This is an optimization exercise on Yosys and OpenROAD, whose aim is small area, a short achievable clock period and few clock cycles per item, not a production implementation. At most, simulation tests tie the RTL to the original design; equivalence was not proved. For runs 1 to 5, only the layout was checked, not whether the RTL still works. Power and IR drop assume default switching activity.

==> flow/run.sh <==
#!/bin/bash
# Standard layout, with timing repair aimed below the design's period.
set -euo pipefail
bash standard.sh SETUP_SLACK_MARGIN=6.85 finish > flow_make.log 2>&1
==> standard.sh <==
#!/bin/bash
# synth_recipe.tcl (not shown) runs the flow's synth.tcl, then flattens the netlist and writes it again
# the make line also repeats each setting of config.mk as NAME=value (left out here)
make -C /OpenROAD-flow-scripts/flow DESIGN_CONFIG=/design/flow/config.mk WORK_HOME=/design/flow/orfs CLKGATE_MAP_FILE= SYNTH_SCRIPT=/design/flow/synth_recipe.tcl "${@:-finish}"
==> config.mk <==
export PLATFORM = sky130hd
export DESIGN_NAME = rs144_dec
export DESIGN_NICKNAME = rs144_dec
export VERILOG_FILES = /design/flow/design.v
export SDC_FILE = /design/flow/constraint.sdc
export NUM_CORES = 4
export LEC_CHECK = 0
export CAP_MARGIN = 20
export CORE_MARGIN = 2
export CORE_UTILIZATION = 60
export CTS_CLUSTER_DIAMETER = 100
export CTS_CLUSTER_SIZE = 20
export PLACE_DENSITY = 0.7
export SLEW_MARGIN = 20
==> constraint.sdc <==
create_clock -name core_clock -period 10.0 [get_ports {clk}]
set_input_delay 2.0000 -clock core_clock [delete_from_list [all_inputs] [get_ports {clk}]]
set_output_delay 2.0000 -clock core_clock [all_outputs]
set_load 0.01 [all_outputs]
==> design.v <==
module rs144_dec (
  input  wire        clk,
  input  wire        rst,
  input  wire        in_valid,
  output wire        in_ready,
  input  wire [7:0]  in_data,
  output wire        out_valid,
  input  wire        out_ready,
  output wire        out_fail,
  output wire [2:0]  out_nerr,
  output wire [31:0] out_pos,
  output wire [31:0] out_val
);
  function automatic [7:0] gf_mul(input [7:0] a, input [7:0] b);
    integer i;
    reg [7:0] p, aa;
    begin
      p  = 8'h00;
      aa = a;
      for (i = 0; i < 8; i = i + 1) begin
        if (b[i]) p = p ^ aa;
        aa = {aa[6:0], 1'b0} ^ (aa[7] ? 8'h1D : 8'h00);
      end
      gf_mul = p;
    end
  endfunction
  function automatic [7:0] to_tower(input [7:0] a);
    begin
      to_tower = ({8{a[0]}} & 8'h01) ^ ({8{a[1]}} & 8'h2b) ^ ({8{a[2]}} & 8'h40) ^
                 ({8{a[3]}} & 8'h21) ^ ({8{a[4]}} & 8'h32) ^ ({8{a[5]}} & 8'hc1) ^
                 ({8{a[6]}} & 8'h48) ^ ({8{a[7]}} & 8'h16);
    end
  endfunction
  function automatic [7:0] from_tower(input [7:0] a);
    begin
      from_tower = ({8{a[0]}} & 8'h01) ^ ({8{a[1]}} & 8'h4e) ^ ({8{a[2]}} & 8'h99) ^
                   ({8{a[3]}} & 8'h44) ^ ({8{a[4]}} & 8'h57) ^ ({8{a[5]}} & 8'h09) ^
                   ({8{a[6]}} & 8'h04) ^ ({8{a[7]}} & 8'h25);
    end
  endfunction
  function automatic [3:0] g16_mul(input [3:0] a, input [3:0] b);
    integer i;
    reg [3:0] p, aa;
    begin
      p  = 4'h0;
      aa = a;
      for (i = 0; i < 4; i = i + 1) begin
        if (b[i]) p = p ^ aa;
        aa = {aa[2:0], 1'b0} ^ (aa[3] ? 4'h3 : 4'h0);
      end
      g16_mul = p;
    end
  endfunction
  function automatic [3:0] g16_inv(input [3:0] a);
    begin
      case (a)
        4'h0: g16_inv = 4'h0;  4'h1: g16_inv = 4'h1;  4'h2: g16_inv = 4'h9;  4'h3: g16_inv = 4'he;
        4'h4: g16_inv = 4'hd;  4'h5: g16_inv = 4'hb;  4'h6: g16_inv = 4'h7;  4'h7: g16_inv = 4'h6;
        4'h8: g16_inv = 4'hf;  4'h9: g16_inv = 4'h2;  4'ha: g16_inv = 4'hc;  4'hb: g16_inv = 4'h5;
        4'hc: g16_inv = 4'ha;  4'hd: g16_inv = 4'h4;  4'he: g16_inv = 4'h3;  4'hf: g16_inv = 4'h8;
      endcase
    end
  endfunction
  function automatic [7:0] tw_mul(input [7:0] a, input [7:0] b);
    reg [3:0] hh, ll, mm;
    begin
      hh = g16_mul(a[7:4], b[7:4]);
      ll = g16_mul(a[3:0], b[3:0]);
      mm = g16_mul(a[7:4] ^ a[3:0], b[7:4] ^ b[3:0]);
      tw_mul = {mm ^ ll, ll ^ g16_mul(hh, 4'hf)};
    end
  endfunction
  function automatic [3:0] tw_norm(input [7:0] b);
    begin
      tw_norm = g16_mul(g16_mul(b[7:4], b[7:4]), 4'hf) ^ g16_mul(b[7:4], b[3:0]) ^
                g16_mul(b[3:0], b[3:0]);
    end
  endfunction
  function automatic [7:0] tw_conj(input [7:0] b);
    begin
      tw_conj = {b[7:4], b[3:0] ^ b[7:4]};
    end
  endfunction
  function automatic [7:0] alpha_pow(input integer j);
    integer i;
    reg [7:0] p;
    begin
      p = 8'h01;
      for (i = 0; i < j; i = i + 1)
        p = {p[6:0], 1'b0} ^ (p[7] ? 8'h1D : 8'h00);
      alpha_pow = p;
    end
  endfunction
  integer i;
  reg        in_rdy;         
  reg  [7:0] acnt;           
  reg  [7:0] syn [0:7];
  reg  [2:0] bph, bph_nx;    
  localparam [2:0] B_IDLE = 3'd0, B_INIT = 3'd1, B_BM = 3'd2, B_OM = 3'd3,
                   B_DONE = 3'd4, B_HAND = 3'd5;
  wire       acc     = in_valid & in_rdy;
  wire       afirst  = (acnt == 8'd0);
  wire       alast   = (acnt == 8'd143);
  wire [7:0] acnt_nx = acc ? (alast ? 8'd0 : acnt + 8'd1) : acnt;
  reg  [7:0] syn_nx [0:7];
  always @* begin
    for (i = 0; i < 8; i = i + 1)
      syn_nx[i] = (afirst ? 8'h00 : gf_mul(syn[i], alpha_pow(i))) ^ in_data;
  end
  wire       b_load = acc & alast;
  assign in_ready = in_rdy;
  always @(posedge clk) begin
    if (rst) begin
      acnt   <= 8'd0;
      in_rdy <= 1'b1;
    end else begin
      acnt   <= acnt_nx;
      in_rdy <= ~((acnt_nx == 8'd143) && (bph_nx != B_IDLE));
    end
    if (acc)
      for (i = 0; i < 8; i = i + 1)
        syn[i] <= syn_nx[i];
  end
  reg  [7:0] S   [0:7];
  reg  [7:0] lam [0:4];      
  reg  [7:0] E   [0:4];      
  reg  [7:0] gam, d, tmp;
  reg  [3:0] L;
  reg  [2:0] k, k_nx;        
  reg  [3:0] sc, sc_nx;      
  reg        f_dph, f_dmask, f_ua, f_ub, f_erot;
  wire       f_init   = (bph == B_INIT);
  wire       f_om     = (bph == B_OM);
  wire       f_d0     = (sc == 4'd0);
  wire       f_ufirst = (sc == 4'd6);
  wire       f_lrot   = f_dph | f_ub;
  wire       f_gl     = (bph == B_BM) & (sc == 4'd14);
  wire [7:0] s0   = S[2];    
  wire       s0nz = |s0;
  wire [7:0] ma   = f_ub ? E[0] : lam[0];
  wire [7:0] mb   = f_dph ? S[0] : (f_ua ? gam : d);
  wire [7:0] prod = gf_mul(ma, mb);
  wire       cond    = (|d) && ({L, 1'b0} <= {2'b00, k});
  wire [7:0] lam_new = tmp ^ (f_ufirst ? 8'h00 : prod);
  wire [7:0] e_push  = cond ? lam[0] : (f_ufirst ? 8'h00 : E[0]);
  wire       c_commit;       
  wire       c_load_b;       
  always @* begin
    bph_nx = bph;
    k_nx   = k;
    sc_nx  = sc;
    case (bph)
      B_IDLE: if (b_load) bph_nx = B_INIT;
      B_INIT: begin
        bph_nx = B_BM;
        k_nx   = 3'd1;
        sc_nx  = 4'd0;
      end
      B_BM: begin
        if (sc == 4'd14) begin
          sc_nx = 4'd0;
          k_nx  = k + 3'd1;              
          if (k == 3'd7) bph_nx = B_OM;
        end else
          sc_nx = sc + 4'd1;
      end
      B_OM: begin
        if (sc == 4'd6) begin
          sc_nx = 4'd0;
          k_nx  = k + 3'd1;
        end else
          sc_nx = sc + 4'd1;
        if (k == 3'd3 && sc == 4'd5) bph_nx = B_DONE;
      end
      B_DONE: if (c_load_b) bph_nx = B_HAND;
      B_HAND: if (c_commit) bph_nx = B_IDLE;
      default: bph_nx = B_IDLE;
    endcase
  end
  wire bm_nx = (bph_nx == B_BM);
  wire om_nx = (bph_nx == B_OM);
  wire up_nx = bm_nx & (sc_nx >= 4'd5);
  always @(posedge clk) begin
    if (rst)
      bph <= B_IDLE;
    else
      bph <= bph_nx;
    k  <= k_nx;
    sc <= sc_nx;
    f_dph    <= (bm_nx | om_nx) & (sc_nx < 4'd5);
    f_dmask  <= bm_nx | ({1'b0, sc_nx[2:0]} <= {1'b0, k_nx});
    f_ua     <= up_nx & sc_nx[0];
    f_ub     <= up_nx & ~sc_nx[0];
    f_erot   <= (bm_nx & (sc_nx < 4'd4)) | (up_nx & ~sc_nx[0]) | (om_nx & (sc_nx == 4'd5));
  end
  always @(posedge clk) begin
    if (b_load) begin
      for (i = 0; i < 8; i = i + 1)
        S[i] <= syn_nx[(10 - i) % 8];
    end else begin
      for (i = 0; i < 7; i = i + 1)
        S[i] <= S[i+1];
      S[7] <= S[0];
    end
    if (f_init) begin
      lam[0] <= 8'h01;
      lam[1] <= s0;
      lam[2] <= 8'h00;
      lam[3] <= 8'h00;
      lam[4] <= 8'h00;
      E[0]   <= s0nz ? 8'h01 : 8'h00;
      E[1]   <= s0nz ? 8'h00 : 8'h01;
      E[2]   <= 8'h00;
      E[3]   <= 8'h00;
      E[4]   <= 8'h00;
      gam    <= s0nz ? s0 : 8'h01;
      L      <= s0nz ? 4'd1 : 4'd0;
    end else begin
      if (f_lrot) begin
        for (i = 0; i < 4; i = i + 1)
          lam[i] <= lam[i+1];
        lam[4] <= f_ub ? lam_new : lam[0];
      end
      if (f_erot) begin
        for (i = 0; i < 4; i = i + 1)
          E[i] <= E[i+1];
        E[4] <= f_ub ? e_push : (f_om ? d : E[0]);
      end
      if (f_gl && cond) begin
        gam <= d;
        L   <= {1'b0, k} + 4'd1 - L;
      end
    end
    if (f_dph) begin
      if (f_d0)
        d <= f_dmask ? prod : 8'h00;
      else if (f_dmask)
        d <= d ^ prod;
    end
    tmp <= prod;               
  end
  reg  [7:0] tl [0:4];
  reg  [7:0] tw [0:3];
  reg        c_run, c_free;
  reg  [7:0] cpos;
  reg        v1, r1, first1, last1;
  reg  [7:0] lo1, ot1;       
  reg        v2, r2, first2, last2;
  reg  [7:0] n2;             
  reg  [3:0] di2;            
  reg        ov_valid, o_fail;
  reg  [2:0] o_nerr, nf;
  reg  [2:0] wL;
  reg        wbig;
  reg  [7:0] pos [0:3];
  reg  [7:0] val [0:3];
  wire       c_abort  = v2 & first2 & ov_valid & ~out_ready;
  assign     c_commit = v2 & first2 & ~c_abort;
  assign     c_load_b = (bph == B_DONE) & c_free;
  wire       c_load   = c_load_b | c_abort;
  wire       c_done;         
  wire       c_run_nx = c_load | (c_run & (cpos != 8'd0) & ~c_done);
  wire [7:0] cpos_nx  = c_load ? 8'd143 : cpos - 8'd1;
  wire [7:0] lam_val = tl[0] ^ tl[1] ^ tl[2] ^ tl[3] ^ tl[4];
  wire [7:0] lam_odd = tl[1] ^ tl[3];
  wire [7:0] om_val  = tw[0] ^ tw[1] ^ tw[2] ^ tw[3];
  always @(posedge clk) begin
    if (c_load) begin
      for (i = 0; i < 5; i = i + 1)
        tl[i] <= lam[i];
      for (i = 0; i < 4; i = i + 1)
        tw[i] <= E[i+1];
    end else begin
      for (i = 1; i < 5; i = i + 1)
        tl[i] <= gf_mul(tl[i], alpha_pow(255 - i));
      for (i = 1; i < 4; i = i + 1)
        tw[i] <= gf_mul(tw[i], alpha_pow(255 - i));
    end
    cpos <= cpos_nx;
    r1     <= ~|lam_val;
    lo1    <= to_tower(lam_odd);
    ot1    <= to_tower(om_val);
    first1 <= (cpos == 8'd143);
    last1  <= (cpos == 8'd0);
    r2     <= r1;
    n2     <= tw_mul(ot1, tw_conj(lo1));
    di2    <= g16_inv(tw_norm(lo1));
    first2 <= first1;
    last2  <= last1;
  end
  wire [7:0] err_t   = {g16_mul(n2[7:4], di2), g16_mul(n2[3:0], di2)};
  wire [7:0] err_val = from_tower(err_t);
  wire [7:0] pos_w   = (cpos[7:1] == 7'd71) ? {7'd0, cpos[0]} : cpos + 8'd2;
  wire [2:0] wl_cur  = first2 ? L[2:0] : wL;
  wire       big_cur = first2 ? (L > 4'd4) : wbig;
  wire [2:0] nf_cur  = first2 ? 3'd0 : nf;
  wire [1:0] slot    = wl_cur[1:0] - 2'd1 - nf_cur[1:0];
  wire [2:0] nf_fin  = nf_cur + {2'b00, r2};
  wire       wr      = v2 & ~c_abort;
  wire       fin_fail = big_cur | (nf_fin != wl_cur);
  wire       fin     = wr & (last2 | ((big_cur | (nf_fin == wl_cur)) & ~last1));
  assign     c_done  = fin & ~last2;
  reg  [3:0] upd;
  reg  [7:0] pos_t [0:3];
  reg  [7:0] val_t [0:3];
  always @* begin
    for (i = 0; i < 4; i = i + 1) begin
      if (fin & (fin_fail | (i[2:0] >= wl_cur))) begin
        upd[i]   = 1'b1;
        pos_t[i] = 8'h00;
        val_t[i] = 8'h00;
      end else begin
        upd[i]   = wr & r2 & (slot == i[1:0]);
        pos_t[i] = pos_w;
        val_t[i] = err_val;
      end
    end
  end
  always @(posedge clk) begin
    if (rst) begin
      c_run    <= 1'b0;
      c_free   <= 1'b1;
      v1       <= 1'b0;
      v2       <= 1'b0;
      ov_valid <= 1'b0;
    end else begin
      c_run  <= c_run_nx;
      c_free <= ~c_run_nx | (cpos_nx == 8'd0);
      v1     <= c_run & ~c_abort & ~c_done;
      v2     <= v1 & ~c_abort & ~c_done;
      if (ov_valid & out_ready)
        ov_valid <= 1'b0;
      if (fin)
        ov_valid <= 1'b1;
    end
    if (wr) begin
      if (first2) begin
        wL   <= L[2:0];
        wbig <= (L > 4'd4);
      end
      nf   <= nf_fin;
      if (fin) begin
        o_fail <= fin_fail;
        o_nerr <= fin_fail ? 3'd0 : nf_fin;
      end
    end
    for (i = 0; i < 4; i = i + 1) begin
      pos[i] <= pos[i] ^ ({8{upd[i]}} & (pos_t[i] ^ pos[i]));
      val[i] <= val[i] ^ ({8{upd[i]}} & (val_t[i] ^ val[i]));
    end
  end
  assign out_valid = ov_valid;
  assign out_fail  = o_fail;
  assign out_nerr  = o_nerr;
  assign out_pos   = {pos[3], pos[2], pos[1], pos[0]};
  assign out_val   = {val[3], val[2], val[1], val[0]};
endmodule
==> metrics.cfg, run 1 <==
[run_status]
status = complete, no violations

[synth]
synth_top_area_share_pct = 26.1
ys_seq_elements = 454
syn_inst = 2303
synthTopCellsByArea = edfxtp_1 26%, dfxtp_1 22%, xnor2_1 12%, nand2_1 6.7%, xor2_1 5.5%
syn_nets = 2351
synth_top_area_cell = edfxtp_1
synthFlopType = dfxtp_1
syn_area_um2 = 22900
syn_avg_cell_area_um2 = 9.96
yosysSeqAreaShare_pct = 48.3
synth_edf_count = 199
async_reset_ff_share_pct = 0
yosysUniqueCellTypes = 65
ys_warn_count = 12

[finish]
finalNetCount = 2385
final_layout_size_suffix_gt1_share_pct = 13.1
layout_commonest_cell = nand2_1
area_growth_pct = 10.8
design_area_um2 = 25400
layout_common_cells = 408 x nand2_1, 319 x xnor2_1, 243 x dfxtp_1
diodes = 0
final_util_pct = 67.4

[clock_network]
cts.sinks = 454
clock-root-buffer = clkbuf_16
clk_latency_ns = 0.56
cts-buffers-inserted = 27
ctsHoldBuffers = 0
cts_htree_levels = 1
clkSlewWorstSetupHoldPaths_ns = 0.09
clockBufferDepth = 3
cts_tree = built

[floorplanning]
die_y_um = 200
core_um2 = 37700
die-area_um2 = 39800
ios = 82
rows = 71
initial_core_util_pct = 60.9
dieWidth_um = 200

[power]
p_leak_uw = 0.00969
p_total_uw = 9220
ir_drop_uv = 311
powerDensity_nw_per_um2 = 363

[place]
placed_area_um2 = 24200
dp_hpwl_mm = 36.2
port_buffers = 81
place.gp.congestion = 0.879

[sta]
finalSetupTns_ns = 0
finalHoldViolCount = 0
fmax_mhz = 315
period_share_pct = 31.7
timing.final.max_slew_violations = 0
setup_viol = 0
post-route-min-period_ns = 3.17
worst_pin_slew_ns = 0.915
finalClockSkew_ns = 0.0296
relSlewSlack_pct = 38.5
rsz0062_at_grt = true

[route]
wl_mm = 53.7
drt-vias-per-instance = 5.58
firstDrtPassIters = 5
drc = 0
dr_total_vias = 16000
ant_nets = 0
first_iter_violations = 1090
wl_per_cell_um = 18.7

[critical_path]
crit_family = flip-flops
worst_path_max_delay_cell = edfxtp_1
cp_data_arrival_time_ns = 1.17
path_max_fanout = 1
cp.required_ns = 8.00
path_buf_inv = 1
critical_path.max_stage_delay_ns = 0.44
path_cells = buf_2
worstSetupStartpointType = register
end_kind = output port
crit_type = reg -> out

[global_route]
grt_pass1_wl_mm = 84.2
track_usage_pct = 27.0
grt_pass1_vias = 15600
grt_remaining_overflow = 0
antenna_found_initial = 0
grt_max_degree = 68

[worst_hold_path]
hold_class = reg -> reg

[run]
cap_violations = 0

[per-stage QoR]
stage          cells  hold WS (ns)  setup slack (ns)
3_3_place_gp    2778         0.314              5.28
4_1_cts         2864         0.335              6.76
2_1_floorplan   2303         0.310              6.04
5_1_grt         2866         0.341              6.78
6_report        2866         0.329              6.83
3_5_place_dp    2778         0.314              5.26
[cells in the mapped netlist (all sizes together), types with 4 or more instances]
cell and number:
nor3 17, buf 36, a31oi 8, nand4 10
a22oi 8, or3 4, nor2 191, o21a 13
o21ai 93, a21oi 67, clkbuf 97, a211oi 9
a211o 5, xor2 145, edfxtp 199, o22ai 10
xnor2 324, inv 49, and2 20, o211ai 20
mux2i 67, nor4 10, and3 6, dfxtp 255
or2 8, mux2 85, ha 35, nand3 28
nor2b 13, nand2 409, xnor3 9, nand2b 20
[layer usage]
layer	part of all wire (%)	global-route usage, %	vias to the layer above	wire, µm
met3	4.6	2.26	85	2490
met4	2.7	7.54	0	1470
li1	-	-	7719	-
met2	49	46.7	403	26500
met1	43	36.4	7786	23300
met5	0	0	-	0
[area by class of cell]
class                           count  area, µm²
Multi-Input combinational cell   1667      11400
Inverter                           50        196
Fill cell                        3072      12300
Clock inverter                      2       25.0
Sequential cell                   454      11100
Tap cell                          511        639
Timing Repair Buffer              137       1270
Clock buffer                       45        753
[what timing repair did]
action                                  4_1_cts  5_1_grt
pin swaps                                     9        1
gates cloned                                 11        0
resized for setup                           327       18
endpoints found under the setup margin      441      115
setup buffers                                28        2
[path summary, 6_finish.rpt]
kind,start,to,slack (ns),cells after the start
hold / removal,first1$_DFF_P_,first2$_DFF_P_,0.33,0
setup reg to reg,E[0][4]$_SDFFCE_PP0P_,d[3]$_DFFE_PP_,6.96,9
setup / recovery,register,out_pos[19],6.83,1
hold reg to reg,first1$_DFF_P_,first2$_DFF_P_,0.33,0
[cells by family (layout without fill, tap and decap cells)]
group                    count (synthesis)  count (layout)  share of synthesized area [%]
AO/OA/AOI/OAI                          256             257                           6.71
buffers and inverters                  183             234                           3.21
XOR/XNOR                               479             479                           19.0
flip-flops                             454             454                           48.3
AND/OR/NAND/NOR                        742             742                           13.5
adder cells (fa/ha/maj)                 36              36                           2.00
multiplexers                           153             153                           7.32
[power by group]
| group | internal [µW] | leakage (µW) | switching (µW) |
|---|---|---|---|
| combinational | 2360 | 0.00537 | 2690 |
| clock | 520 | 0.000372 | 602 |
| sequential | 2600 | 0.00394 | 436 |
| total | 5490 | 0.00969 | 3730 |
==> inputs of run 2 (changes only) <==
--- a/design.v
+++ b/design.v
@@ -340,12 +340,21 @@
       end
       nf   <= nf_fin;
+    end
+    if (rst) begin
+      o_fail <= 1'b0;
+      o_nerr <= 3'd0;
+      for (i = 0; i < 4; i = i + 1) begin
+        pos[i] <= 8'h00;
+        val[i] <= 8'h00;
+      end
+    end else begin
       if (fin) begin
         o_fail <= fin_fail;
         o_nerr <= fin_fail ? 3'd0 : nf_fin;
       end
-    end
-    for (i = 0; i < 4; i = i + 1) begin
-      pos[i] <= pos[i] ^ ({8{upd[i]}} & (pos_t[i] ^ pos[i]));
-      val[i] <= val[i] ^ ({8{upd[i]}} & (val_t[i] ^ val[i]));
+      for (i = 0; i < 4; i = i + 1) begin
+        pos[i] <= pos[i] ^ ({8{upd[i]}} & (pos_t[i] ^ pos[i]));
+        val[i] <= val[i] ^ ({8{upd[i]}} & (val_t[i] ^ val[i]));
+      end
     end
   end
==> flow/run.sh (replaced) <==
#!/bin/bash
# Standard layout, with timing repair aimed below the design's period.
set -euo pipefail
bash standard.sh SETUP_SLACK_MARGIN=6.95 finish > flow_make.log 2>&1
==> run 2 against run 1 <==
  * Combinational power fell by 3%
  * Clock-buffer cell count fell by 1
  * Non-clock buffer count rose by 37
  * Flip-flop and latch count did not move
  * Setup slack improved by 0.12 ns
  * Sequential share of layout area fell by 3.8 points
  * Register-to-register slack improved by 0.11 ns
  * Critical path type unchanged
  * Critical endpoint is now out_val[18]
  * Largest cell class unchanged
  * Largest power group unchanged
==> metrics.cfg, run 2 <==
[run_status]
status = complete, no violations  ; unchanged

[clock_network]
cts.sinks = 454  ; unchanged
clk_latency_ns = 0.58  ; was 0.56 ns
cts_htree_levels = 1  ; unchanged
ctsHoldBuffers = 0  ; unchanged
clockBufferDepth = 3  ; unchanged
cts_tree = built  ; unchanged
clock-root-buffer = clkbuf_16  ; unchanged
cts-buffers-inserted = 26  ; was 27
clkSlewWorstSetupHoldPaths_ns = 0.09  ; about the same

[synth]
ys_seq_elements = 454  ; unchanged
synthMuxAreaShare_pct = 9.12  ; was 7.32%
synth_top_area_cell = dfxtp_1  ; was edfxtp_1
syn_inst = 2373  ; was 2,303
synth_top_area_share_pct = 28.1  ; was 26.1%
synth_xor_area_share_pct = 19.5  ; was 19.0%
ys_warn_count = 12  ; unchanged
netlist_top_cells_count = 409 x nand2_1, 323 x dfxtp_1, 314 x xnor2_1  ; was 409 x nand2_1, 322 x xnor2_1, 255 x dfxtp_1
yosysSeqAreaShare_pct = 45.2  ; was 48.3%
yosysMostFrequentCell = nand2_1  ; unchanged
synthAdderAreaFrac_pct = 1.99  ; was 2.00%
yosysUniqueCellTypes = 75  ; was 65
synthTopCellsByArea = dfxtp_1 28%, edfxtp_1 17%, xnor2_1 12%, nand2_1 6.7%, xor2_1 5.8%  ; was edfxtp_1 26%, dfxtp_1 22%, xnor2_1 12%, nand2_1 6.7%, xor2_1 5.5%
async_reset_ff_share_pct = 0  ; unchanged
synthSimpleGateAreaFrac_pct = 14.0  ; was 13.5%
synth_edf_count = 131  ; was 199
syn_nets = 2421  ; was 2,351
synthFlopType = dfxtp_1  ; unchanged
synth_top_family_by_area = XOR/XNOR gates  ; unchanged
syn_avg_cell_area_um2 = 9.69  ; was 9.96 µm²
syn_area_um2 = 23000  ; was 22,900 µm²
synth_compound_area_share_pct = 6.75  ; was 6.71%

[route]
wl_mm = 55.1  ; was 53.7 mm
first_iter_violations = 1197  ; was 1,090
dr_total_vias = 16500  ; was 16,000
drc = 0  ; unchanged
ant_nets = 0  ; unchanged
drt-vias-per-instance = 5.55  ; was 5.58
wl_per_cell_um = 18.6  ; was 18.7 µm
firstDrtPassIters = 5  ; unchanged

[sta]
finalClockSkew_ns = 0.0253  ; was 0.0296 ns
relSlewSlack_pct = 39.2  ; was 38.5%
whs_ns = 0.328  ; was 0.329 ns
post-route-min-period_ns = 3.05  ; was 3.17 ns
timing.final.max_slew_violations = 0  ; unchanged
finalSetupTns_ns = 0  ; unchanged
worst_pin_slew_ns = 0.912  ; was 0.915 ns
worst_slack_ns = 6.95  ; was 6.83 ns
period_share_pct = 30.5  ; was 31.7%
setup_viol = 0  ; unchanged
fmax_mhz = 327  ; was 315 MHz
finalHoldViolCount = 0  ; unchanged
rsz0062_at_grt = true  ; unchanged

[critical_path]
worst_path_max_delay_cell = dfxtp_2  ; was edfxtp_1
crit_family = flip-flops  ; unchanged
worstSetupStartpointType = register  ; unchanged
path_max_fanout = 2  ; was 1
cp_data_arrival_time_ns = 1.05  ; was 1.17 ns
path_cells = buf_6  ; was buf_2
end_kind = output port  ; unchanged
path_buf_inv = 1  ; unchanged
cp.required_ns = 8.00  ; about the same
critical_path.max_stage_delay_ns = 0.37  ; was 0.44 ns
crit_type = reg -> out  ; unchanged

[global_route]
antenna_found_initial = 0  ; unchanged
grt_pass1_wl_mm = 85.0  ; was 84.2 mm
grt_remaining_overflow = 0  ; unchanged
grt_max_degree = 52  ; was 68
track_usage_pct = 27.1  ; was 27.0%
grt_pass1_vias = 15500  ; was 15,600

[power]
powerDensity_nw_per_um2 = 332  ; was 363 nW/µm²
ir_drop_uv = 502  ; was 311 µV
p_leak_uw = 0.0102  ; was 0.00969 µW
pwr-share-comb_pct = 56.2  ; was 54.8%
pwr-share-clk_pct = 12.7  ; was 12.2%
p_sw_share_pct = 42.1  ; was 40.5%
p_sw_uw = 3690  ; was 3730 µW
p_seq_share_pct = 31.2  ; was 33.0%
p_int_uw = 5070  ; was 5490 µW

[finish]
final_cells = 2964  ; was 2,866
final_layout_size_suffix_gt1_share_pct = 18.1  ; was 13.1%
finalNetCount = 2484  ; was 2,385
layout_commonest_cell = nand2_1  ; unchanged
layout_common_cells = 406 x nand2_1, 306 x xnor2_1, 238 x dfxtp_1  ; was 408 x nand2_1, 319 x xnor2_1, 243 x dfxtp_1
area_growth_pct = 14.8  ; was 10.8%
n_fill_cell = 2935  ; was 3,072
diodes = 0  ; unchanged

[place]
place_inst = 2835  ; was 2,778
dp_hpwl_mm = 35.5  ; was 36.2 mm
place.gp.congestion = 0.854  ; was 0.879
port_buffers = 81  ; unchanged
place_ws_ns = 4.82  ; was 5.26 ns

[floorplanning]
initial_core_util_pct = 61.0  ; was 60.9%
ios = 82  ; unchanged
core_um2 = 37700  ; unchanged
dieWidth_um = 200  ; about the same
rows = 71  ; unchanged
die-area_um2 = 39900  ; was 39,800 µm²
die_y_um = 200  ; about the same

[worst_hold_path]
hold_class = reg -> reg  ; unchanged

[run]
cap_violations = 0  ; unchanged

run 2: path summary, 6_finish.rpt:
kind / from / endpoint / slack (ns) / depth (start not counted)
max: register / out_val[18] / 6.95 / 1
min: first1$_DFF_P_ / first2$_DFF_P_ / 0.33 / 0
max reg2reg: f_ua$_DFF_P_ / d[7]$_DFFE_PP_ / 7.07 / 8
min reg2reg: first1$_DFF_P_ / first2$_DFF_P_ / 0.33 / 0
run 2: what timing repair did:
action / CTS / global route
pin swaps: 7 / 10
setup endpoints to repair: 375 / 189
gates resized for setup: 486 / 28
cloned: 14 / 4
buffers inserted: 36 / 30
hold endpoints to repair: 0 / 0
run 2: power by group through the flow:
| stage | logic, µW | clock network [µW] | registers [µW] |
|---|---|---|---|
| floorplan | 3960 | 0 | 2510 |
| global placement | 4580 | 0 | 2750 |
| detailed placement | 4690 | 0 | 2760 |
| CTS | 4780 | 1130 | 2730 |
| global route | 5400 | 1200 | 2780 |
| finish | 4920 | 1110 | 2730 |
run 2: per-layer routing:
layer | wire length [µm] | track usage [%] | part of all wire, % | up-vias
li1 | - | - | - | 8006
met1 | 24800 | 37.7 | 45 | 7962
met2 | 26500 | 45.4 | 48 | 405
met3 | 2660 | 2.76 | 4.8 | 79
met4 | 1190 | 6.86 | 2.2 | 0
met5 | 0 | 0 | 0 | -
run 2: metrics by stage:
step           power [µW]  instance area, µm²  utilization [%]
2_1_floorplan        6470               23400                -
3_3_place_gp         7330               24100             64.1
3_5_place_dp         7450               24100             64.1
4_1_cts              8630               25900             68.9
5_1_grt              9370               26400             70.1
6_report             8760               26400             70.1
run 2: cell families (layout without fill, tap and decap cells):
kind of cell / count (synthesis) / count (layout)
mux: 194 / 194
fa+ha+maj: 36 / 36
flops: 454 / 454
compound gates: 257 / 257
simple gates: 760 / 763
xor+xnor: 484 / 484
buf+inv: 188 / 265
run 2: cell type report:
class / instances / area [µm²] / share of cell area, %
Multi-Input combinational cell: 1734 / 12200 / 46.4
Sequential cell: 454 / 10500 / 39.9
Timing Repair Buffer: 174 / 2030 / 7.69
Clock buffer: 44 / 749 / 2.84
Tap cell: 511 / 639 / 2.42
Inverter: 44 / 185 / 0.701
Timing Repair inverter: 2 / 17.5 / 0.0663
Clock inverter: 1 / 16.3 / 0.0616
run 2: worst reg2reg max path, stage by stage, from the launching register on:
cell and delay, ns:
dfxtp_2 0.46, mux2_2 0.41, mux2i_4 0.32, nor2_1 0.10, xnor3_1 0.35, xnor3_1 0.41, xnor2_2 0.32, xor2_1 0.11
a22o_1 0.19
==> inputs of run 3 (changes only) <==
--- a/design.v
+++ b/design.v
@@ -124,24 +124,23 @@
   reg  [7:0] S   [0:7];
   reg  [7:0] lam [0:4];      
-  reg  [7:0] E   [0:4];      
+  reg  [7:0] E   [0:3];      
   reg  [7:0] gam, d, tmp;
   reg  [3:0] L;
   reg  [2:0] k, k_nx;        
   reg  [3:0] sc, sc_nx;      
-  reg        f_dph, f_dmask, f_ua, f_ub, f_erot;
+  reg        f_dph, f_dmask, f_ub, f_lrot, f_erot;
   wire       f_init   = (bph == B_INIT);
   wire       f_om     = (bph == B_OM);
   wire       f_d0     = (sc == 4'd0);
-  wire       f_ufirst = (sc == 4'd6);
-  wire       f_lrot   = f_dph | f_ub;
-  wire       f_gl     = (bph == B_BM) & (sc == 4'd14);
+  wire       f_b0     = (sc == 4'd13);           
+  wire       f_l0     = (bph == B_BM) & (sc == 4'd14);
   wire [7:0] s0   = S[2];    
   wire       s0nz = |s0;
   wire [7:0] ma   = f_ub ? E[0] : lam[0];
-  wire [7:0] mb   = f_dph ? S[0] : (f_ua ? gam : d);
+  wire [7:0] mb   = f_dph ? S[0] : (f_ub ? d : gam);
   wire [7:0] prod = gf_mul(ma, mb);
   wire       cond    = (|d) && ({L, 1'b0} <= {2'b00, k});
-  wire [7:0] lam_new = tmp ^ (f_ufirst ? 8'h00 : prod);
-  wire [7:0] e_push  = cond ? lam[0] : (f_ufirst ? 8'h00 : E[0]);
+  wire [7:0] lam_new = tmp ^ prod;
+  wire [7:0] e_push  = f_b0 ? (cond ? lam[1] : 8'h00) : (cond ? lam[0] : E[0]);
   wire       c_commit;       
   wire       c_load_b;       
@@ -180,5 +179,5 @@
   wire bm_nx = (bph_nx == B_BM);
   wire om_nx = (bph_nx == B_OM);
-  wire up_nx = bm_nx & (sc_nx >= 4'd5);
+  wire up_nx = bm_nx & (sc_nx >= 4'd6) & (sc_nx <= 4'd13);
   always @(posedge clk) begin
     if (rst)
@@ -190,7 +189,7 @@
     f_dph    <= (bm_nx | om_nx) & (sc_nx < 4'd5);
     f_dmask  <= bm_nx | ({1'b0, sc_nx[2:0]} <= {1'b0, k_nx});
-    f_ua     <= up_nx & sc_nx[0];
-    f_ub     <= up_nx & ~sc_nx[0];
-    f_erot   <= (bm_nx & (sc_nx < 4'd4)) | (up_nx & ~sc_nx[0]) | (om_nx & (sc_nx == 4'd5));
+    f_ub     <= up_nx & sc_nx[0];
+    f_lrot   <= ((bm_nx | om_nx) & (sc_nx < 4'd5)) | (bm_nx & (sc_nx == 4'd5)) | (up_nx & sc_nx[0]);
+    f_erot   <= (bm_nx & (sc_nx < 4'd3)) | (up_nx & sc_nx[0]) | (om_nx & (sc_nx == 4'd5));
   end
   always @(posedge clk) begin
@@ -209,9 +208,8 @@
       lam[3] <= 8'h00;
       lam[4] <= 8'h00;
-      E[0]   <= s0nz ? 8'h01 : 8'h00;
-      E[1]   <= s0nz ? 8'h00 : 8'h01;
+      E[0]   <= s0nz ? 8'h00 : 8'h01;
+      E[1]   <= 8'h00;
       E[2]   <= 8'h00;
-      E[3]   <= 8'h00;
-      E[4]   <= 8'h00;
+      E[3]   <= s0nz ? 8'h01 : 8'h00;
       gam    <= s0nz ? s0 : 8'h01;
       L      <= s0nz ? 4'd1 : 4'd0;
@@ -221,11 +219,12 @@
           lam[i] <= lam[i+1];
         lam[4] <= f_ub ? lam_new : lam[0];
-      end
+      end else if (f_l0)
+        lam[0] <= prod;
       if (f_erot) begin
-        for (i = 0; i < 4; i = i + 1)
+        for (i = 0; i < 3; i = i + 1)
           E[i] <= E[i+1];
-        E[4] <= f_ub ? e_push : (f_om ? d : E[0]);
+        E[3] <= f_ub ? e_push : (f_om ? d : E[0]);
       end
-      if (f_gl && cond) begin
+      if (f_l0 && cond) begin
         gam <= d;
         L   <= {1'b0, k} + 4'd1 - L;
@@ -270,5 +269,5 @@
         tl[i] <= lam[i];
       for (i = 0; i < 4; i = i + 1)
-        tw[i] <= E[i+1];
+        tw[i] <= E[i];
     end else begin
       for (i = 1; i < 5; i = i + 1)
==> run 3 against run 2 <==
  * Still clean
  * Final cell count is essentially flat
  * Utilization shrank 0.35 points
  * Hold slack gained 0.0049 ns
  * Via count grew 1.6%
  * Power shrank 0.88%
  * Global-route usage grew 1.2 points
  * Setup slack lost 0.0021 ns
  * Clock-buffer cell count shrank 1
  * Clock power is essentially flat
  * Wire length grew 2.4%
  * Non-clock buffer count grew 13
  * Die area shrank 1.7%
  * Critical path type is now in -> reg
  * Largest cell class unchanged
  * Largest power group unchanged
==> metrics.cfg, run 3 <==
[worst_hold_path]
hold_class = reg -> reg  ; unchanged
holdPathStages = 0  ; unchanged

[global_route]
grt_pass1_vias = 15900  ; was 15,500
track_usage_pct = 28.2  ; was 27.1%
grt_pass1_wl_mm = 87.8  ; was 85.0 mm
grt_max_degree = 53  ; was 52
grt_remaining_overflow = 0  ; unchanged
antenna_found_initial = 0  ; unchanged

[clock_network]
clk_latency_ns = 0.57  ; was 0.58 ns
clkSlewWorstSetupHoldPaths_ns = 0.08  ; was 0.09 ns
ctsHoldBuffers = 0  ; unchanged
cts_tree = built  ; unchanged
clock-root-buffer = clkbuf_16  ; unchanged
cts_htree_levels = 1  ; unchanged
cts-buffers-inserted = 26  ; unchanged
clockBufferDepth = 3  ; unchanged
cts.sinks = 446  ; was 454

[route]
wl_per_cell_um = 19.0  ; was 18.6 µm
wl_met1_mm = 26.5  ; was 24.8 mm
ant_nets = 0  ; unchanged
wl_met2_mm = 25.7  ; was 26.5 mm
dr_total_vias = 16700  ; was 16,500
drt-vias-per-instance = 5.64  ; was 5.55
firstDrtPassIters = 6  ; was 5
top_layer_used = met4  ; unchanged
wl_mm = 56.4  ; was 55.1 mm
drc = 0  ; unchanged
wl_met3_mm = 2.90  ; was 2.66 mm
first_iter_violations = 1426  ; was 1,197

[sta]
rsz0062_at_grt = true  ; unchanged
fmax_mhz = 327  ; about the same
post-route-min-period_ns = 3.06  ; was 3.05 ns
worst_slack_ns = 6.94  ; was 6.95 ns
worst_pin_slew_ns = 0.927  ; was 0.912 ns
period_share_pct = 30.6  ; was 30.5%
finalClockSkew_ns = 0.0226  ; was 0.0253 ns
timing.final.max_slew_violations = 0  ; unchanged
finalHoldViolCount = 0  ; unchanged
setup_viol = 0  ; unchanged
relSlewSlack_pct = 37.8  ; was 39.2%
finalSetupTns_ns = 0  ; unchanged

[place]
dp_hpwl_mm = 37.1  ; was 35.5 mm
place.gp.congestion = 0.878  ; was 0.854
place_ws_ns = 4.34  ; was 4.82 ns
port_buffers = 81  ; unchanged

[synth]
syn_inst = 2353  ; was 2,373
synth_top_area_share_pct = 27.9  ; was 28.1%
yosysMostFrequentCell = nand2_1  ; unchanged
synth_edf_count = 131  ; unchanged
syn_area_um2 = 22600  ; was 23,000 µm²
syn_nets = 2405  ; was 2,421
syn_avg_cell_area_um2 = 9.60  ; was 9.69 µm²
synth_top_area_cell = dfxtp_1  ; unchanged
ys_seq_elements = 446  ; was 454
yosysSeqAreaShare_pct = 45.3  ; was 45.2%
synthTopCellsByArea = dfxtp_1 28%, edfxtp_1 17%, xnor2_1 12%, nand2_1 6.6%, xor2_1 5.7%  ; was dfxtp_1 28%, edfxtp_1 17%, xnor2_1 12%, nand2_1 6.7%, xor2_1 5.8%
netlist_top_cells_count = 399 x nand2_1, 318 x xnor2_1, 315 x dfxtp_1  ; was 409 x nand2_1, 323 x dfxtp_1, 314 x xnor2_1
yosysUniqueCellTypes = 71  ; was 75
synthFlopType = dfxtp_1  ; unchanged
ys_warn_count = 12  ; unchanged
async_reset_ff_share_pct = 0  ; unchanged

[run_status]
status = complete, no violations  ; unchanged

[finish]
layout_commonest_cell = nand2_1  ; unchanged
area_growth_pct = 15.5  ; was 14.8%
diodes = 0  ; unchanged
finalNetCount = 2490  ; was 2,484
final_layout_size_suffix_gt1_share_pct = 18.4  ; was 18.1%
layout_common_cells = 394 x nand2_1, 308 x xnor2_1, 234 x dfxtp_1  ; was 406 x nand2_1, 306 x xnor2_1, 238 x dfxtp_1

[power]
p_sw_share_pct = 42.3  ; was 42.1%
powerDensity_nw_per_um2 = 333  ; was 332 nW/µm²
p_seq_share_pct = 30.9  ; was 31.2%
pwr-share-comb_pct = 56.4  ; was 56.2%
ir_drop_uv = 302  ; was 502 µV
p_int_uw = 5010  ; was 5070 µW
p_sw_uw = 3670  ; was 3690 µW
p_leak_uw = 0.0101  ; was 0.0102 µW
pwr-share-clk_pct = 12.7  ; about the same

[critical_path]
worstSetupStartpointType = primary input  ; was register
end_kind = register  ; was output port
r2r_slack_ns = 7.04  ; was 7.07 ns
worst-r2r-cell-count = 10  ; was 8
crit_end = in_rdy$_SDFF_PP1_  ; was out_val[18]
cp-startpoint = in_valid
path_max_fanout = 4  ; was 2
r2r-end = lam[4][2]$_SDFFE_PP0P_  ; was d[7]$_DFFE_PP_
crit_type = in -> reg  ; was reg -> out
cp.required_ns = 10.44  ; was 8.00 ns
rr_startpoint = f_ub$_DFF_P_  ; was f_ua$_DFF_P_
cp_data_arrival_time_ns = 3.50  ; was 1.05 ns

[floorplanning]
initial_core_util_pct = 60.4  ; was 61.0%
die_y_um = 198  ; was 200 µm
ios = 82  ; unchanged
dieWidth_um = 198  ; was 200 µm
die-area_um2 = 39200  ; was 39,900 µm²
core_um2 = 37400  ; was 37,700 µm²
rows = 71  ; unchanged

[run]
cap_violations = 0  ; unchanged

==> run 3: changes by cell type after synthesis, sizes merged, moves of 10 or more <==
cell    before  now
and3         5   15
a21oi       71   81
a211oi      37   50
nand2b      15   26
nand2      409  399
mux2i      102   76
==> run 3: logic make-up (layout without fill, tap and decap cells) <==
family                     count (synthesis)  in the layout  share of synthesized area [%]
DFF                                      446            446                           45.3
adders and majority gates                 40             40                           2.25
buffers and inverters                    183            280                           3.21
AOI/OAI and AO/OA                        298            298                           8.03
and+or+nand+nor                          743            747                           13.9
muxes                                    160            160                           7.57
xor gates and xnor gates                 483            483                           19.7
==> run 3: how the worst min path moves through the flow <==
stage / start / endpoint
final: first1$_DFF_P_ / first2$_DFF_P_
after global routing: first1$_DFF_P_ / first2$_DFF_P_
after CTS: first1$_DFF_P_ / first2$_DFF_P_
after detailed placement: r1$_DFF_P_ / r2$_DFF_P_
after global placement: r1$_DFF_P_ / r2$_DFF_P_
after floorplan: first1$_DFF_P_ / first2$_DFF_P_
==> run 3: layout make-up <==
class	count	area [µm²]
timing repair buffer	187	1970
sequential	446	10300
clock inverter	1	16.3
multi-input combinational	1728	12200
timing repair inverter	1	8.76
inverter	48	200
clock buffer	43	736
fill	2813	11300
tap	511	639
==> run 3: per-stage QoR <==
stage | utilization (%) | hold slack [ns] | cell area [µm²] | total power, µW | cells
3_5_place_dp | 63.7 | 0.318 | 23800 | 7260 | 2822
6_report | 69.8 | 0.333 | 26100 | 8680 | 2965
3_3_place_gp | 63.7 | 0.313 | 23800 | 7150 | 2822
4_1_cts | 68.0 | 0.338 | 25400 | 8500 | 2931
2_1_floorplan | - | 0.310 | 23000 | 6280 | 2353
5_1_grt | 69.8 | 0.345 | 26100 | 9250 | 2965
==> run 3: metal layers <==
| metal | vias up | GRT usage, % |
|---|---|---|
| li1 | 8004 | - |
| met1 | 8092 | 41.2 |
| met2 | 516 | 45.6 |
| met3 | 96 | 2.50 |
| met4 | 0 | 6.63 |
| met5 | - | 0 |
==> run 3: repair_timing <==
action | 4_1_cts | 5_1_grt
gates cloned | 14 | 2
gates resized for setup | 425 | 72
setup buffers | 51 | 32
pin swaps | 18 | 16
setup endpoints to repair | 385 | 139
==> run 3: critical path, cell delays in order <==
cell        delay (ns)
buf_8             0.08
nand2_8           0.05
clkinvlp_4        0.08
clkbuf_16         0.13
nand4_1           0.24
buf_4             0.24
nor3_1            0.21
a31oi_2           0.08
nor3_2            0.28
o21ai_1           0.10
==> run 3: power by group through the flow <==
stage	registers (µW)	clock network, µW	logic [µW]
after global routing	2730	1180	5350
final	2680	1100	4890
after floorplan	2480	0	3800
after global placement	2700	0	4450
after CTS	2670	1120	4710
after detailed placement	2710	0	4550
==> inputs of run 4 (changes only) <==
==> flow/run.sh (replaced) <==
#!/bin/bash
# Standard layout, with timing repair aimed below the design's period.
set -euo pipefail
bash standard.sh SETUP_SLACK_MARGIN=6.85 finish > flow_make.log 2>&1
==> run 4 against run 3 <==
  * Wire length shrank 0.37%
  * Critical path depth shrank 9
  * Synthesized area unchanged
  * Via count decreased by 1.8%
  * Combinational power shrank 1%
  * Sequential power about the same
  * Critical endpoint is now out_pos[21]
==> metrics.cfg, run 4 <==
[floorplanning]
rows = 71  ; unchanged
initial_core_util_pct = 60.4  ; unchanged
die-area_um2 = 39200  ; unchanged
ios = 82  ; unchanged
die_y_um = 198  ; unchanged
core_um2 = 37400  ; unchanged
dieWidth_um = 198  ; unchanged

[route]
dr_total_vias = 16400  ; was 16,700
ant_nets = 0  ; unchanged
first_iter_violations = 1336  ; was 1,426
wl_mm = 56.2  ; was 56.4 mm
wl_per_cell_um = 19.2  ; was 19.0 µm
drt-vias-per-instance = 5.61  ; was 5.64
drc = 0  ; unchanged
firstDrtPassIters = 5  ; was 6

[synth]
synthTopCellsByArea = dfxtp_1 28%, edfxtp_1 17%, xnor2_1 12%, nand2_1 6.6%, xor2_1 5.7%  ; unchanged
netlist_top_cells_count = 399 x nand2_1, 318 x xnor2_1, 315 x dfxtp_1  ; unchanged
synth_top_area_cell = dfxtp_1  ; unchanged
synth_edf_count = 131  ; unchanged
ys_seq_elements = 446  ; unchanged
synth_top_area_share_pct = 27.9  ; unchanged
yosysMostFrequentCell = nand2_1  ; unchanged
yosysUniqueCellTypes = 71  ; unchanged
syn_inst = 2353  ; unchanged
async_reset_ff_share_pct = 0  ; unchanged
syn_nets = 2405  ; unchanged
ys_warn_count = 12  ; unchanged
syn_area_um2 = 22600  ; unchanged
synthFlopType = dfxtp_1  ; unchanged
syn_avg_cell_area_um2 = 9.60  ; unchanged
yosysSeqAreaShare_pct = 45.3  ; unchanged

[sta]
finalClockSkew_ns = 0.0269  ; was 0.0226 ns
finalSetupTns_ns = 0  ; unchanged
relSlewSlack_pct = 34.4  ; was 37.8%
rsz0062_at_grt = false  ; was true
period_share_pct = 31.3  ; was 30.6%
whs_ns = 0.342  ; was 0.333 ns
fmax_mhz = 320  ; was 327 MHz
post-route-min-period_ns = 3.13  ; was 3.06 ns
setup_viol = 0  ; unchanged
worst_slack_ns = 6.87  ; was 6.94 ns
timing.final.max_slew_violations = 0  ; unchanged
worst_pin_slew_ns = 0.980  ; was 0.927 ns
finalHoldViolCount = 0  ; unchanged

[global_route]
grt_util_met2_pct = 44.1  ; was 45.6%
track_usage_pct = 28.0  ; was 28.2%
grt_max_degree = 66  ; was 53
grt_use_met3_pct = 3.01  ; was 2.50%
grt_remaining_overflow = 0  ; unchanged
grt_pass1_vias = 15500  ; was 15,900
antenna_found_initial = 0  ; unchanged
use_met1_pct = 41.1  ; was 41.2%
grt-busiest-layer = met2  ; unchanged
grt_pass1_wl_mm = 86.2  ; was 87.8 mm

[finish]
area_growth_pct = 13.1  ; was 15.5%
diodes = 0  ; unchanged
layout_common_cells = 393 x nand2_1, 313 x xnor2_1, 252 x dfxtp_1  ; was 394 x nand2_1, 308 x xnor2_1, 234 x dfxtp_1
design_area_um2 = 25500  ; was 26,100 µm²
final_layout_size_suffix_gt1_share_pct = 15.4  ; was 18.4%
layout_commonest_cell = nand2_1  ; unchanged
finalNetCount = 2449  ; was 2,490

[power]
powerDensity_nw_per_um2 = 338  ; was 333 nW/µm²
ir_drop_uv = 279  ; was 302 µV
p_leak_uw = 0.00975  ; was 0.0101 µW

[critical_path]
worstSetupStartpointType = register  ; was primary input
crit_family = flip-flops  ; was simple AND/OR/NAND/NOR gates
worst_path_max_delay_cell = dfxtp_2  ; was nor3_2
cp_data_arrival_time_ns = 1.13  ; was 3.50 ns
critical_path.max_stage_delay_ns = 0.34  ; was 0.28 ns
crit_type = reg -> out  ; was in -> reg
end_kind = output port  ; was register
path_buf_inv = 1  ; was 4
cp.required_ns = 8.00  ; was 10.44 ns
path_cells = clkdlybuf4s15_2  ; was buf_8, nand2_8, clkinvlp_4, clkbuf_16, nand4_1, buf_4, nor3_1, a31oi_2, nor3_2, o21ai_1
path_max_fanout = 2  ; was 4

[clock_network]
cts_tree = built  ; unchanged
cts_htree_levels = 1  ; unchanged
clock-root-buffer = clkbuf_16  ; unchanged
cts-buffers-inserted = 26  ; unchanged
cts.sinks = 446  ; unchanged
clockBufferDepth = 3  ; unchanged
clkSlewWorstSetupHoldPaths_ns = 0.09  ; was 0.08 ns
clk_latency_ns = 0.57  ; about the same

[place]
place.gp.congestion = 0.879  ; was 0.878
dp_hpwl_mm = 37.0  ; was 37.1 mm
place_ws_ns = 5.18  ; was 4.34 ns
port_buffers = 81  ; unchanged
placed_area_um2 = 23700  ; was 23,800 µm²

[worst_hold_path]
hold_class = reg -> reg  ; unchanged

[run_status]
status = complete, no violations  ; unchanged

[run]
cap_violations = 0  ; unchanged

run 4: where the power goes:
group | switching, µW | total, µW | leakage [µW] | internal, µW
registers | 432 | 2690 | 0.00385 | 2260
logic | 2650 | 4840 | 0.00554 | 2190
clock network | 598 | 1100 | 0.000359 | 507
total | 3680 | 8630 | 0.00975 | 4950
run 4: cells by family after synthesis:
| family | count (synthesis) | share of synthesized area, % |
|---|---|---|
| AND/OR/NAND/NOR | 743 | 13.9 |
| multiplexers | 160 | 7.57 |
| adder cells (fa/ha/maj) | 40 | 2.25 |
| AO/OA/AOI/OAI | 298 | 8.03 |
| XOR/XNOR | 483 | 19.7 |
| flip-flops | 446 | 45.3 |
| buffers and inverters | 183 | 3.21 |
run 4: layout make-up:
type | count | area [µm²]
clock buffers | 43 | 736
multi-input cells | 1727 | 12000
repair buffers | 148 | 1620
inverters | 48 | 191
flip-flops and latches | 446 | 10300
fillers | 2932 | 11900
clock inverters | 1 | 16.3
well taps | 511 | 639
run 4: final timing paths:
| kind | to | from | slack [ns] | cells after the start |
|---|---|---|---|---|
| worst max-delay path | out_pos[21] | register | 6.87 | 1 |
| worst min-delay path | first2$_DFF_P_ | first1$_DFF_P_ | 0.34 | 0 |
| worst max register to register | d[0]$_DFFE_PP_ | f_ub$_DFF_P_ | 7.01 | 9 |
| worst min register to register | first2$_DFF_P_ | first1$_DFF_P_ | 0.34 | 0 |
run 4: worst reg2reg max path: stages, from the launching register on:
cell and delay (ns):
dfxtp_4 0.43, buf_12 0.19, mux2_2 0.41, o21ai_4 0.27
nor2_1 0.11, xnor3_1 0.35, xnor3_2 0.45, xor2_4 0.29
xnor2_1 0.16, o21ai_1 0.08
run 4: routing by layer:
metal,share of wire (%),routed length (µm)
met1,46,25700
met2,45,25400
met3,6.7,3780
met4,2.3,1280
met5,0,0
run 4: stage by stage:
step	total power, µW	cells	util [%]
floorplan	6270	2353	-
global placement	7120	2824	63.5
detailed placement	7280	2824	63.5
CTS	8400	2897	67.4
global route	9220	2924	68.3
finish	8630	2924	68.3
run 4: repair_timing:
action | CTS | global route
pin swaps | 5 | 17
buffers inserted | 20 | 21
hold buffers | 0 | 0
endpoints found under the setup margin | 371 | 139
hold endpoints to repair | 0 | 0
gates cloned | 9 | 6
resized for setup | 286 | 96
==> inputs of run 5 (changes only) <==
--- a/config.mk
+++ b/config.mk
@@ -8,7 +8,7 @@
 export CAP_MARGIN = 20
 export CORE_MARGIN = 2
-export CORE_UTILIZATION = 60
+export CORE_UTILIZATION = 50
 export CTS_CLUSTER_DIAMETER = 100
 export CTS_CLUSTER_SIZE = 20
-export PLACE_DENSITY = 0.7
+export PLACE_DENSITY = 0.6
 export SLEW_MARGIN = 20
==> run 5 against run 4 <==
  * Highest routed layer unchanged
  * Via count down 1.2%
  * Power down 1.5%
  * Global-route usage down 4.5 points
  * Still clean
==> metrics.cfg, run 5 <==
[route]
wl_per_cell_um = 18.7  ; was 19.2 µm
ant_nets = 0  ; unchanged
drt-vias-per-instance = 5.37  ; was 5.61
firstDrtPassIters = 5  ; unchanged
dr_total_vias = 16200  ; was 16,400
first_iter_violations = 1062  ; was 1,336
drc = 0  ; unchanged
wl_mm = 56.3  ; was 56.2 mm

[sta]
worst_pin_slew_ns = 1.10  ; was 0.980 ns
period_share_pct = 31.1  ; was 31.3%
post-route-min-period_ns = 3.11  ; was 3.13 ns
finalHoldViolCount = 0  ; unchanged
setup_viol = 0  ; unchanged
whs_ns = 0.339  ; was 0.342 ns
relSlewSlack_pct = 25.9  ; was 34.4%
rsz0062_at_grt = true  ; was false
finalClockSkew_ns = 0.0166  ; was 0.0269 ns
finalSetupTns_ns = 0  ; unchanged
fmax_mhz = 321  ; was 320 MHz
timing.final.max_slew_violations = 0  ; unchanged

[critical_path]
rr_startpoint = f_ub$_DFF_P_  ; unchanged
critical_path.max_stage_delay_ns = 0.33  ; was 0.34 ns
r2r_slack_ns = 6.92  ; was 7.01 ns
path_cells = clkdlybuf4s15_2  ; unchanged
path_max_fanout = 2  ; unchanged
worstSetupStartpointType = register  ; unchanged
crit_type = reg -> out  ; unchanged
worst-r2r-cell-count = 9  ; unchanged
end_kind = output port  ; unchanged
cp.required_ns = 8.00  ; about the same
path_buf_inv = 1  ; unchanged
cp_data_arrival_time_ns = 1.11  ; was 1.13 ns
worst_path_max_delay_cell = dfxtp_2  ; unchanged
r2r-end = d[7]$_DFFE_PP_  ; was d[0]$_DFFE_PP_
crit_family = flip-flops  ; unchanged

[worst_hold_path]
hold_class = reg -> reg  ; unchanged
min_to = first2$_DFF_P_  ; unchanged
hold_path.startpoint = first1$_DFF_P_  ; unchanged
holdPathStages = 0  ; unchanged

[finish]
layout_common_cells = 394 x nand2_1, 311 x xnor2_1, 244 x dfxtp_1  ; was 393 x nand2_1, 313 x xnor2_1, 252 x dfxtp_1
multi_input_area_um2 = 12100  ; was 12,000 µm²
n_fill_cell = 3924  ; was 2,932
finalNetCount = 2459  ; was 2,449
area_growth_pct = 13.3  ; was 13.1%
final_layout_size_suffix_gt1_share_pct = 16.5  ; was 15.4%
design_area_um2 = 25600  ; was 25,500 µm²
layout_commonest_cell = nand2_1  ; unchanged
seq_area_um2 = 10300  ; about the same
diodes = 0  ; unchanged

[synth]
synthFlopType = dfxtp_1  ; unchanged
synth_top_area_cell = dfxtp_1  ; unchanged
synthTopCellsByArea = dfxtp_1 28%, edfxtp_1 17%, xnor2_1 12%, nand2_1 6.6%, xor2_1 5.7%  ; unchanged
ys_warn_count = 12  ; unchanged
syn_inst = 2353  ; unchanged
netlist_top_cells_count = 399 x nand2_1, 318 x xnor2_1, 315 x dfxtp_1  ; unchanged
yosysSeqAreaShare_pct = 45.3  ; unchanged
syn_avg_cell_area_um2 = 9.60  ; unchanged
synth_top_area_share_pct = 27.9  ; unchanged
ys_seq_elements = 446  ; unchanged
yosysMostFrequentCell = nand2_1  ; unchanged
async_reset_ff_share_pct = 0  ; unchanged
syn_area_um2 = 22600  ; unchanged
syn_nets = 2405  ; unchanged
synth_edf_count = 131  ; unchanged
yosysUniqueCellTypes = 71  ; unchanged

[place]
dp_hpwl_mm = 37.5  ; was 37.0 mm
place.gp.congestion = 0.855  ; was 0.879
placed_area_um2 = 23800  ; was 23,700 µm²
port_buffers = 81  ; unchanged

[clock_network]
clk_latency_ns = 0.57  ; about the same
ctsHoldBuffers = 0  ; unchanged
clkSlewWorstSetupHoldPaths_ns = 0.09  ; about the same
cts.sinks = 446  ; unchanged
cts_tree = built  ; unchanged
clock-root-buffer = clkbuf_16  ; unchanged
cts_htree_levels = 1  ; unchanged
clockBufferDepth = 3  ; unchanged
cts-buffers-inserted = 26  ; unchanged

[floorplanning]
rows = 77  ; was 71
core_um2 = 44400  ; was 37,400 µm²
ios = 82  ; unchanged
die_y_um = 217  ; was 198 µm
initial_core_util_pct = 50.9  ; was 60.4%
die-area_um2 = 46900  ; was 39,200 µm²
dieWidth_um = 217  ; was 198 µm

[power]
powerDensity_nw_per_um2 = 332  ; was 338 nW/µm²
p_sw_share_pct = 41.8  ; was 42.6%
p_sw_uw = 3560  ; was 3680 µW
pwr-share-comb_pct = 55.4  ; was 56.1%
p_seq_share_pct = 31.5  ; was 31.1%
ir_drop_uv = 678  ; was 279 µV
p_leak_uw = 0.00993  ; was 0.00975 µW
pwr-share-clk_pct = 13.0  ; was 12.8%
p_total_uw = 8500  ; was 8630 µW
p_int_uw = 4950  ; about the same

[global_route]
grt_pass1_vias = 15700  ; was 15,500
grt_remaining_overflow = 0  ; unchanged
antenna_found_initial = 0  ; unchanged
grt_max_degree = 66  ; unchanged
track_usage_pct = 23.4  ; was 28.0%
grt_pass1_wl_mm = 87.9  ; was 86.2 mm

[run_status]
status = complete, no violations  ; unchanged

[run]
cap_violations = 0  ; unchanged

## run 5: cell counts after synthesis
Identical to the previous run, type by type.
## run 5: repair_timing
action	CTS	global route
resized for setup	371	60
gates cloned	9	6
pin swaps	5	21
setup endpoints to repair	385	142
endpoints found under the hold margin	0	0
buffers inserted	20	34
## run 5: power groups by stage
stage	clock, µW	sequential [µW]	combinational, µW
global placement	0	2710	4390
detailed placement	0	2720	4470
finish	1110	2680	4710
CTS	1140	2680	4550
floorplan	0	2480	3800
global route	1200	2730	5240
## run 5: area by class of cell
cell class / instances / share of cell area, %
clock buffers: 43 / 2.95
clock inverters: 2 / 0.0538
inverters: 48 / 0.738
multi-input cells: 1726 / 47.1
flip-flops and latches: 446 / 40.4
well taps: 592 / 2.89
repair buffers: 159 / 5.90
## run 5: metrics by stage
step / worst slack, ns / instances / utilization [%]
floorplan: 5.66 / 2353 / -
global placement: 4.42 / 2902 / 53.6
detailed placement: 4.44 / 2902 / 53.6
CTS: 6.76 / 2976 / 56.5
global route: 6.79 / 3016 / 57.6
finish: 6.89 / 3016 / 57.6
## run 5: how the worst max path moves through the flow
stage,from,to,cells after the start
2_1_floorplan,in_valid,S[0][0]$_DFF_P_,8
3_3_place_gp,in_valid,f_dmask$_DFF_P_,12
3_5_place_dp,in_valid,f_dmask$_DFF_P_,12
4_1_cts,out_ready,register,7
5_1_grt,f_ub$_DFF_P_,d[7]$_DFFE_PP_,9
6_report,register,out_pos[7],1
## run 5: kinds of logic after synthesis
family | count (synthesis) | share of synthesized area, %
mux | 160 | 7.57
compound gates | 298 | 8.03
fa+ha+maj | 40 | 2.25
buf+inv | 183 | 3.21
simple gates | 743 | 13.9
flops | 446 | 45.3
xor+xnor | 483 | 19.7
## run 5: layer usage
| layer | up-vias | track usage, % | wire length (µm) |
|---|---|---|---|
| met5 | - | 0 | 0 |
| met4 | 0 | 5.98 | 1390 |
| met3 | 76 | 2.19 | 2320 |
| met2 | 337 | 41.9 | 27900 |
| met1 | 7841 | 30.4 | 24700 |
| li1 | 7947 | - | - |
==> inputs of run 6 (changes only) <==
--- a/design.v
+++ b/design.v
@@ -339,21 +339,12 @@
       end
       nf   <= nf_fin;
-    end
-    if (rst) begin
-      o_fail <= 1'b0;
-      o_nerr <= 3'd0;
-      for (i = 0; i < 4; i = i + 1) begin
-        pos[i] <= 8'h00;
-        val[i] <= 8'h00;
-      end
-    end else begin
       if (fin) begin
         o_fail <= fin_fail;
         o_nerr <= fin_fail ? 3'd0 : nf_fin;
       end
-      for (i = 0; i < 4; i = i + 1) begin
-        pos[i] <= pos[i] ^ ({8{upd[i]}} & (pos_t[i] ^ pos[i]));
-        val[i] <= val[i] ^ ({8{upd[i]}} & (val_t[i] ^ val[i]));
-      end
+    end
+    for (i = 0; i < 4; i = i + 1) begin
+      pos[i] <= pos[i] ^ ({8{upd[i]}} & (pos_t[i] ^ pos[i]));
+      val[i] <= val[i] ^ ({8{upd[i]}} & (val_t[i] ^ val[i]));
     end
   end
--- a/config.mk
+++ b/config.mk
@@ -8,7 +8,7 @@
 export CAP_MARGIN = 20
 export CORE_MARGIN = 2
-export CORE_UTILIZATION = 50
+export CORE_UTILIZATION = 60
 export CTS_CLUSTER_DIAMETER = 100
 export CTS_CLUSTER_SIZE = 20
-export PLACE_DENSITY = 0.6
+export PLACE_DENSITY = 0.7
 export SLEW_MARGIN = 20
==> run 6 against run 5 <==
  * Still clean on timing, DRC and antenna
  * Sequential power up 13%
  * Hold slack worse by 0.014 ns
  * Via count increased by 1.4%
  * Clock skew down 0.0036 ns
  * Cell area decreased by 0.86%
  * Critical path depth did not move
  * Synthesized area up 1.4%
  * Clock power about the same
  * Non-clock buffer count is 18 lower
  * First-iteration DRC count is 25% higher
  * Power rose by 8.5%
  * Critical path type unchanged
  * Highest routed layer unchanged
==> metrics.cfg, run 6 <==
[run_status]
status = complete, no violations  ; unchanged

[floorplanning]
dieWidth_um = 199  ; was 217 µm
initial_core_util_pct = 60.8  ; was 50.9%
die_y_um = 199  ; was 217 µm
ios = 82  ; unchanged
rows = 71  ; was 77
core_um2 = 37700  ; was 44,400 µm²
die-area_um2 = 39700  ; was 46,900 µm²

[worst_hold_path]
holdPathStages = 0  ; unchanged
hold_class = reg -> reg  ; unchanged

[place]
dp_hpwl_mm = 36.6  ; was 37.5 mm
place_inst = 2858  ; was 2,902
place.gp.congestion = 0.877  ; was 0.855
port_buffers = 81  ; unchanged

[synth]
async_reset_ff_share_pct = 0  ; unchanged
synth_edf_count = 199  ; was 131
synth_top_area_share_pct = 26.1  ; was 27.9%
syn_avg_cell_area_um2 = 9.59  ; was 9.60 µm²
yosysUniqueCellTypes = 70  ; was 71
yosysMostFrequentCell = nand2_1  ; unchanged
ys_warn_count = 12  ; unchanged
yosysSeqAreaShare_pct = 47.7  ; was 45.3%
synthFlopType = dfxtp_1  ; unchanged
ys_seq_elements = 446  ; unchanged
synth_top_area_cell = edfxtp_1  ; was dfxtp_1
synthTopCellsByArea = edfxtp_1 26%, dfxtp_1 22%, xnor2_1 12%, nand2_1 8.8%, xor2_1 5.2%  ; was dfxtp_1 28%, edfxtp_1 17%, xnor2_1 12%, nand2_1 6.6%, xor2_1 5.7%
netlist_top_cells_count = 534 x nand2_1, 324 x xnor2_1, 247 x dfxtp_1  ; was 399 x nand2_1, 318 x xnor2_1, 315 x dfxtp_1
syn_nets = 2440  ; was 2,405
syn_inst = 2388  ; was 2,353
syn_area_um2 = 22900  ; was 22,600 µm²

[route]
first_iter_violations = 1325  ; was 1,062
wl_mm = 55.0  ; was 56.3 mm
dr_total_vias = 16400  ; was 16,200
ant_nets = 0  ; unchanged
drc = 0  ; unchanged
firstDrtPassIters = 5  ; unchanged
wl_per_cell_um = 18.6  ; was 18.7 µm
drt-vias-per-instance = 5.56  ; was 5.37

[clock_network]
clock-root-buffer = clkbuf_16  ; unchanged
cts-buffers-inserted = 26  ; unchanged
clk_latency_ns = 0.57  ; about the same
clockBufferDepth = 3  ; unchanged
cts.sinks = 446  ; unchanged
clkSlewWorstSetupHoldPaths_ns = 0.09  ; about the same
cts_htree_levels = 1  ; unchanged
cts_tree = built  ; unchanged

[sta]
timing.final.max_slew_violations = 0  ; unchanged
finalClockSkew_ns = 0.0131  ; was 0.0166 ns
relSlewSlack_pct = 28.5  ; was 25.9%
fmax_mhz = 315  ; was 321 MHz
period_share_pct = 31.7  ; was 31.1%
worst_pin_slew_ns = 1.07  ; was 1.10 ns
post-route-min-period_ns = 3.17  ; was 3.11 ns
finalSetupTns_ns = 0  ; unchanged
setup_viol = 0  ; unchanged
finalHoldViolCount = 0  ; unchanged
rsz0062_at_grt = true  ; unchanged

[finish]
layout_common_cells = 531 x nand2_1, 320 x xnor2_1, 233 x dfxtp_1  ; was 394 x nand2_1, 311 x xnor2_1, 244 x dfxtp_1
final_cells = 2953  ; was 3,016
final_util_pct = 67.4  ; was 57.6%
final_layout_size_suffix_gt1_share_pct = 10.6  ; was 16.5%
area_growth_pct = 10.8  ; was 13.3%
diodes = 0  ; unchanged
layout_commonest_cell = nand2_1  ; unchanged
finalNetCount = 2474  ; was 2,459
n_fill_cell = 3076  ; was 3,924

[critical_path]
end_kind = output port  ; unchanged
worst_path_max_delay_cell = edfxtp_1  ; was dfxtp_2
cp_data_arrival_time_ns = 1.17  ; was 1.11 ns
critical_path.max_stage_delay_ns = 0.44  ; was 0.33 ns
path_buf_inv = 1  ; unchanged
cp.required_ns = 8.00  ; about the same
crit_family = flip-flops  ; unchanged
worst-r2r-cell-count = 10  ; was 9
crit_type = reg -> out  ; unchanged
path_max_fanout = 1  ; was 2
worstSetupStartpointType = register  ; unchanged
cp.depth = 1  ; unchanged
path_cells = buf_2  ; was clkdlybuf4s15_2

[global_route]
grt_pass1_vias = 15900  ; was 15,700
grt_max_degree = 68  ; was 66
grt_pass1_wl_mm = 86.5  ; was 87.9 mm
track_usage_pct = 27.5  ; was 23.4%
antenna_found_initial = 0  ; unchanged
grt_remaining_overflow = 0  ; unchanged

[run]
cap_violations = 0  ; unchanged

[power]
p_leak_uw = 0.00981  ; was 0.00993 µW
powerDensity_nw_per_um2 = 364  ; was 332 nW/µm²
ir_drop_uv = 291  ; was 678 µV

run 6: report_power, final:
group | internal, µW | leakage [µW] | total [µW] | switching [µW]
combinational | 2320 | 0.00556 | 5100 | 2780
sequential | 2580 | 0.00389 | 3030 | 450
clock | 498 | 0.000359 | 1100 | 599
run 6: layer usage:
metal | global-route usage [%] | part of all wire, % | wire [µm]
met2 | 47.3 | 48 | 26600
met1 | 37.6 | 43 | 23900
met3 | 2.95 | 6.0 | 3280
met4 | 6.15 | 2.1 | 1140
met5 | 0 | 0 | 0
run 6: worst paths after layout:
path,from,to,slack [ns]
min reg2reg,first1$_DFF_P_,first2$_DFF_P_,0.32
max reg2reg,first2$_DFF_P_,register,6.87
max,o_fail$_DFFE_PP_,out_fail,6.83
min,first1$_DFF_P_,first2$_DFF_P_,0.32
run 6: cell families after synthesis:
logic type | synth area share [%]
xor+xnor | 19.4
flops | 47.7
simple gates | 16.5
compound gates | 6.70
fa+ha+maj | 2.22
mux | 3.97
buf+inv | 3.46
run 6: what timing repair did:
item | CTS | global route
resized for setup | 322 | 27
pin swaps | 15 | 6
gates cloned | 7 | 3
endpoints found under the setup margin | 404 | 209
buffers inserted | 28 | 9
hold buffers | 0 | 0
run 6: area by class of cell:
class | count | area, µm² | share of cell area [%]
clock buffer | 45 | 722 | 2.84
multi-input combinational | 1758 | 11600 | 45.5
inverter | 49 | 190 | 0.749
tap | 511 | 639 | 2.52
sequential | 446 | 10900 | 43.1
clock inverter | 3 | 33.8 | 0.133
timing repair buffer | 141 | 1300 | 5.11
run 6: stage by stage:
stage / power [µW] / setup slack [ns] / cell area (µm²) / hold slack (ns)
after floorplan: 6950 / 6.15 / 23100 / 0.310
after detailed placement: 8010 / 5.55 / 24000 / 0.315
after global placement: 7840 / 5.59 / 24000 / 0.314
after CTS: 9160 / 6.78 / 25100 / 0.323
after global routing: 9870 / 6.73 / 25400 / 0.342
final: 9230 / 6.83 / 25400 / 0.325
Testbench counts of run 6, summed over its fixed seeds: cycles 116,677, items 800.
